This is an optimization exercise on Yosys and OpenROAD, whose aim is small area, a short achievable clock period and few clock cycles per item, not a production implementation. Only simulation tests tie the RTL to the original design; equivalence was not proved.

==> flow/design.v (excerpt) <==
module fp8_dot16_acc (
    input  wire         clk,
    input  wire         rst,         
    input  wire         in_valid,
    input  wire         in_clr,      
    input  wire         in_afp,      
    input  wire         in_wfp,      
    input  wire [127:0] in_act,      
    input  wire [127:0] in_wgt,      
    input  wire [31:0]  in_acc,      
    output reg          out_valid,
    output reg  [31:0]  out_result,  
    output reg          out_nan      
);
Size: ~11000 cells after synthesis, about 0.092 mm² of cells after synthesis.
clock: 36.0 ns
lec_check: 0
abc_area: 1
cap_margin: 20
cell_pad_in_sites_detail_placement: 0
cell_pad_in_sites_global_placement: 1
core_margin: 2
core_utilization: 60
cts_cluster_diameter: 80
cts_cluster_size: 20
place_density: 0.72
slew_margin: 20
standard.sh (not shown) runs the stock make flow with config.mk's settings and CLKGATE_MAP_FILE= SYNTH_SCRIPT=/design/flow/synth_recipe.tcl, a recipe that flattens the netlist after the stock synthesis.
==> flow/flow/run.sh <==
#!/bin/bash
# Standard layout with three changes:
#  - the port buffers are buf_2 cells instead of the default buffer choice;
#  - synthesis skips the generic abc pass inside yosys's coarse synthesis
#    (SYNTH_ARGS=-noabc), so the full adders are extracted from the plain
#    XOR/majority logic; the final abc mapping is unchanged;
#  - the flip-flops then keep the instance names of the standard synthesis
#    (run separately in refsyn/), whose kind suffix can differ.
# Each tool's output goes to a log file in this folder.
set -euo pipefail
export BUFFER_PORTS_ARGS="-buffer_cell sky130_fd_sc_hd__buf_2"
here=$PWD
res=orfs/results/sky130hd/fp8_dot16_acc/base

# reference: the standard synthesis, in its own work folder
mkline=$(grep '^make ' standard.sh | head -1)
mkline=$(echo "$mkline" | sed "s|WORK_HOME=[^ ]*|WORK_HOME=$here/refsyn|; s|\"\${@:-finish}\"|synth|")
eval "$mkline" > ref_synth.log 2>&1

# synthesis without the early abc pass
SYNTH_ARGS=-noabc bash standard.sh synth > synth.log 2>&1
python3 flow/rename_regs.py refsyn/results/sky130hd/fp8_dot16_acc/base/1_2_yosys.v $res/1_2_yosys.v > rename.log 2>&1
rm -f $res/1_synth.odb $res/1_synth.sdc
bash standard.sh synth > synth_odb.log 2>&1

# the rest of the standard flow
bash standard.sh > standard_flow.log 2>&1
Other scripts of this flow, unchanged in this note and not shown: flow/flow/rename_regs.py
Testbench counts at the start, summed over its fixed seeds: cycles 16,056, items 16,000.
Next try:
CORE_UTILIZATION = 50   (was 60)
CTS_CLUSTER_DIAMETER = unset   (was 80)
CTS_CLUSTER_SIZE = unset   (was 20)
PLACE_DENSITY = 0.65   (was 0.72)
What happened: Non-clock buffer count grows by 32; worst hold slack got worse by 0.0084 ns; critical path depth is unchanged; sequential cell count does not change; synthesized area does not change; setup slack degrades by 0.088 ns; final area climbs by a few percent; fmax shrinks slightly.

========
Another version of the RTL of fp8_dot16_acc (not shown whole).
Size: roughly 11000 cells after synthesis, roughly 1000 flip-flops, ~330 I/O pins, ~97000 µm² of cells after synthesis.
export LEC_CHECK = 0
export CAP_MARGIN = 20
export CELL_PAD_IN_SITES_DETAIL_PLACEMENT = 1
export CELL_PAD_IN_SITES_GLOBAL_PLACEMENT = 2
export CORE_MARGIN = 2
export CORE_UTILIZATION = 30
export PLACE_DENSITY = 0.5
export SLEW_MARGIN = 20
create_clock -name core_clock -period 36.0 [get_ports {clk}]
==> flow/flow/run.sh <==
#!/bin/bash
# Standard layout, with the port buffers made of buf_4 cells instead of
# the default buffer choice.
set -e
export BUFFER_PORTS_ARGS="-buffer_cell sky130_fd_sc_hd__buf_4"
bash standard.sh > standard_flow.log 2>&1
The baseline went through all stages and came out clean.
Testbench counts at the start, summed over its fixed seeds: cycles 16,056, items 16,000.
Edit:
==> flow/run.sh (new file) <==
#!/bin/bash
# synth_recipe.tcl (not shown) runs the flow's synth.tcl, then flattens the netlist and writes it again
# the make line also repeats each setting of config.mk as NAME=value (left out here)
make -C /OpenROAD-flow-scripts/flow DESIGN_CONFIG=/design/flow/config.mk WORK_HOME=/design/flow/orfs CLKGATE_MAP_FILE= SYNTH_SCRIPT=/design/flow/synth_recipe.tcl finish
removed: flow/flow/run.sh
removed: flow/standard.sh
=> Die area is unchanged; register-to-register slack is worse by 480 ps; count of clock-buffer cells in the layout fell by 6; worst setup slack is worse by 480 ps; routed wire length fell by 0.53%; maximum frequency fell by about 5%; global-route usage fell by 0.19 points; clock skew fell by 14 ps; first-iteration DRC count rose by about 5%; cell area rose by 0.86%.

========
the baseline:
fp8_dot16_acc, a different RTL version from the one above (not shown whole).
For scale: about 330 I/O pins, ~0.097 mm² of cells after synthesis.
export LEC_CHECK = 0
export ABC_AREA = 1
export CAP_MARGIN = 20
export CELL_PAD_IN_SITES_DETAIL_PLACEMENT = 1
export CELL_PAD_IN_SITES_GLOBAL_PLACEMENT = 2
export CORE_MARGIN = 2
export CORE_UTILIZATION = 30
export PLACE_DENSITY = 0.5
export SLEW_MARGIN = 20
create_clock -name core_clock -period 36.0 [get_ports {clk}]
==> flow/flow/run.sh <==
#!/bin/bash
# Standard layout, with the port buffers made of buf_4 cells instead of
# the default buffer choice.
set -e
export BUFFER_PORTS_ARGS="-buffer_cell sky130_fd_sc_hd__buf_4"
bash standard.sh > standard_flow.log 2>&1
Testbench counts of the baseline, summed over its fixed seeds: cycles 16,056, items 16,000.
#### Input delta (the candidate over the baseline)
Settings: changing CELL_PAD_IN_SITES_DETAIL_PLACEMENT from 1 to 0; changing CELL_PAD_IN_SITES_GLOBAL_PLACEMENT from 2 to 1; changing PLACE_DENSITY from 0.5 to 0.65; changing CORE_UTILIZATION from 30 to 50.
==> flow/flow/run.sh <==
#!/bin/bash
# Standard layout, with the port buffers made of buf_2 cells instead of
# the default buffer choice, without the generic abc pass inside yosys's
# coarse synthesis (the full adders are then extracted from the plain
# XOR/majority logic; registers are unchanged), and with the resizer's
# setup repair aimed at an 8.2 ns cycle instead of only the 36 ns clock.
set -e
export BUFFER_PORTS_ARGS="-buffer_cell sky130_fd_sc_hd__buf_2"
export SYNTH_ARGS="-noabc"
export SETUP_SLACK_MARGIN=27.8
bash standard.sh > standard_flow.log 2>&1
### Flow results
The candidate against the baseline: post-route met1 wirelength saw a decrease, fill cell total of the finished layout now smaller, final clock period utilization by the worst path shows a reduction of 0.35 points.
The baseline ended up with more cell instances than the candidate did.
Measured against the candidate, the design area of the baseline comes out at 1.08 times the reference value.
[the candidate vs the baseline] fmax: higher in the candidate
The baseline → the candidate: layout-stage area growth over the synthesis result went down by 4.0 points.

-- what the ideal ports hide --
No port has a modelled driver above. Below, the same layouts with a new extraction and two added sets of constraints.
Step 1 (the two cells are an assumption about what drives the block):
set clk [get_ports {clk}]
set_driving_cell -lib_cell sky130_fd_sc_hd__clkbuf_16 $clk
set_driving_cell -lib_cell sky130_fd_sc_hd__buf_2 [delete_from_list [all_inputs] $clk]
Step 2 adds t to the input delays and takes it off the output delays; t is the mean of the earliest and latest rising clock arrival at the registers after step 1. Input paths then give back, and output paths get back, about the clock's delay inside the block.
Three values: ideal ports, drivers, drivers and shift; two values: the first two.
| run | t (ns) | setup WS [ns] | clock arrival spread, ns |
|---|---|---|---|
| the first run of note 1 | 0.782 | 27.647 / 27.563 / 28.345 | 0.045 / 0.044 |
| the second run of note 1 | 0.861 | 27.560 / 27.472 / 28.334 | 0.082 / 0.081 |
| the first run of note 2 | 0.969 | 27.306 / 27.306 / 27.306 | 0.062 / 0.063 |
| the second run of note 2 | 0.939 | 26.828 / 26.828 / 26.828 | 0.048 / 0.048 |
| the baseline | 0.986 | 27.427 / 27.315 / 28.301 | 0.092 / 0.092 |
| the candidate | 0.892 | 27.552 / 27.448 / 28.340 | 0.051 / 0.052 |
After both steps every run listed still meets setup and hold.
